Source: an optimization exercise on an open RTL-to-GDS flow (aim: small area, a short achievable clock period and few clock cycles per item). Production flows keep margins and buffers that such runs may drop. Function was checked by simulation only, so behaviour that the tests miss may differ from the original.

Design lat_cell, start of the top module:
module lat_cell (
    input  wire               clk,
    input  wire               rst,
    input  wire               start,
    output wire               ready,
    output reg                done,
    input  wire               cfg_invert,
    input  wire               cfg_dsrc,
    input  wire               cfg_aw,
    input  wire        [15:0] in_offset,
    input  wire signed [31:0] in_gain,
    input  wire signed [31:0] kp,
    input  wire signed [31:0] ki,
    input  wire signed [31:0] kd,
    input  wire        [15:0] alpha,
    input  wire signed [31:0] kt,
    input  wire signed [31:0] umin,
    input  wire signed [31:0] umax,
    input  wire signed [31:0] bias,
    input  wire signed [31:0] i_init,
    input  wire               hold,
    input  wire        [15:0] value,
    input  wire signed [31:0] tau,
    input  wire        [30:0] rate,
    input  wire               casc,
    input  wire signed [31:0] rho_src,
    input  wire               st_init,
    input  wire               st_done,
    input  wire signed [31:0] st_rho,
    input  wire signed [31:0] st_i,
    input  wire signed [31:0] st_dterm,
    input  wire signed [31:0] st_dprev,
    input  wire signed [31:0] st_u,
    output reg                o_init,
    output reg                o_done,
    output reg                o_ramping,
    output reg                o_event,
    output reg                o_satout,
    output reg          [4:0] o_sat,
    output reg  signed [31:0] o_rho,
    output reg  signed [31:0] o_i,
    output reg  signed [31:0] o_dterm,
    output reg  signed [31:0] o_dprev,
    output reg  signed [31:0] o_u
);
Size: about 10000 cells after synthesis, roughly 320 flip-flops, ~770 I/O pins, ~67000 µm² of cells after synthesis.
==> flow/config.mk <==
export PLATFORM = sky130hd
export DESIGN_NAME = lat_cell
export DESIGN_NICKNAME = lat_cell
export VERILOG_FILES = /design/flow/design.v
export SDC_FILE = /design/flow/constraint.sdc
export NUM_CORES = 4
export LEC_CHECK = 0
export ABC_AREA = 1
export CAP_MARGIN = 40
export CORE_MARGIN = 2
export CORE_UTILIZATION = 45
export SLEW_MARGIN = 30
==> flow/constraint.sdc <==
create_clock -name core_clock -period 24.0 [get_ports {clk}]
set_input_delay 4.8000 -clock core_clock [delete_from_list [all_inputs] [get_ports {clk}]]
set_output_delay 4.8000 -clock core_clock [all_outputs]
set_load 0.01 [all_outputs]
standard.sh (not shown) runs the stock make flow with config.mk's settings and CLKGATE_MAP_FILE= SYNTH_SCRIPT=/design/flow/synth_recipe.tcl, a recipe that flattens the netlist after the stock synthesis.
==> flow/flow/run.sh <==
#!/bin/bash
set -o pipefail
export SETUP_SLACK_MARGIN=16
bash standard.sh > standard.log 2>&1
The first run stopped in 5_1_grt on GRT-0232.
Testbench counts at the start, summed over its fixed seeds: cycles 24,228, items 3,200.
Change:
==> flow/flow/run.sh (replaced) <==
#!/bin/bash
set -o pipefail
export SETUP_SLACK_MARGIN=15
export BUFFER_PORTS_ARGS="-buffer_cell sky130_fd_sc_hd__buf_1"
bash standard.sh > standard.log 2>&1
CAP_MARGIN = 25   (was 40)
CORE_UTILIZATION = 40   (was 45)
SLEW_MARGIN = 20   (was 30)
Outcome: The changed run finished with timing, DRC and antenna clean. Area after synthesis does not change. Synthesized cell count does not change.

== red ==
Another version of the RTL of lat_cell (not shown whole).
Size in the first run: about 410 flip-flops.
## lat_cell
module lat_cell (
    input  wire               clk,
    input  wire               rst,
    input  wire               start,
    output wire               ready,
    output reg                done,
    input  wire               cfg_invert,
    input  wire               cfg_dsrc,
    input  wire               cfg_aw,
    input  wire        [15:0] in_offset,
    input  wire signed [31:0] in_gain,
    input  wire signed [31:0] kp,
    input  wire signed [31:0] ki,
    input  wire signed [31:0] kd,
    input  wire        [15:0] alpha,
    input  wire signed [31:0] kt,
    input  wire signed [31:0] umin,
    input  wire signed [31:0] umax,
    input  wire signed [31:0] bias,
    input  wire signed [31:0] i_init,
    input  wire               hold,
    input  wire        [15:0] value,
    input  wire signed [31:0] tau,
    input  wire        [30:0] rate,
    input  wire               casc,
    input  wire signed [31:0] rho_src,
    input  wire               st_init,
    input  wire               st_done,
    input  wire signed [31:0] st_rho,
    input  wire signed [31:0] st_i,
    input  wire signed [31:0] st_dterm,
    input  wire signed [31:0] st_dprev,
    input  wire signed [31:0] st_u,
    output reg                o_init,
    output reg                o_done,
    output reg                o_ramping,
    output reg                o_event,
    output reg                o_satout,
    output reg          [4:0] o_sat,
    output reg  signed [31:0] o_rho,
    output reg  signed [31:0] o_i,
    output reg  signed [31:0] o_dterm,
    output reg  signed [31:0] o_dprev,
    output reg  signed [31:0] o_u
);
clock: 24.0 ns
lec_check: 0
abc_area: 1
cap_margin: 25
core_margin: 2
core_utilization: 40
slew_margin: 20
==> flow/flow/run.sh <==
#!/bin/bash
set -o pipefail
export SETUP_SLACK_MARGIN=14.5
export BUFFER_PORTS_ARGS="-buffer_cell sky130_fd_sc_hd__buf_1"
bash standard.sh > standard.log 2>&1
Testbench counts of red, summed over its fixed seeds: cycles 24,228, items 3,200.
[inputs] blue vs red
==> flow/flow/run.sh <==
#!/bin/bash
set -o pipefail
export SETUP_SLACK_MARGIN=15
export BUFFER_PORTS_ARGS="-buffer_cell sky130_fd_sc_hd__buf_1"
bash standard.sh > standard.log 2>&1
## What came out
- met3 wire length on blue is up relative to red.
- Diff blue..red | total number of tap cells | unchanged
- blue improves on red in worst setup slack.
- Compared with red, in blue first-iteration DRC count increased by 498 relative to the old numbers.
- When blue is measured against red, its time the final worst path needs with I/O delays and setup turns out 0.64 ns lower.
- Re post-cts repair resize count: blue is 83% up on red.

what the ideal ports hide:
The flow's constraints put no driver on any port. The routed layouts listed below were extracted and timed again, unchanged, in two steps. Step 1, drivers: a clkbuf_16 drives clk and a buf_2 each remaining input, both assumed. Step 2 also shifts input and output timing later by t, the mid clock arrival at the registers, as if the neighbouring blocks saw the same clock. Slacks: ideal / step 1 / step 2; pairs: ideal / step 1.
run	t, ns	setup WS [ns]	hold slack, ns	clock arrival spread, ns	cell pins on the clock port's net
the second run of note 1	0.807	14.824 / 14.888 / 14.080	0.523 / 0.523 / 0.523	0.042 / 0.043	1
red	0.809	14.221 / 14.221 / 13.669	0.489 / 0.489 / 0.489	0.062 / 0.063	1
blue	0.804	14.858 / 14.858 / 14.278	0.494 / 0.494 / 0.494	0.053 / 0.054	1
After both steps every run listed still meets setup and hold. For the second run of note 1, which loses most, drivers alone change the setup slack by +0.064 ns; drivers and shift together by -0.744 ns.
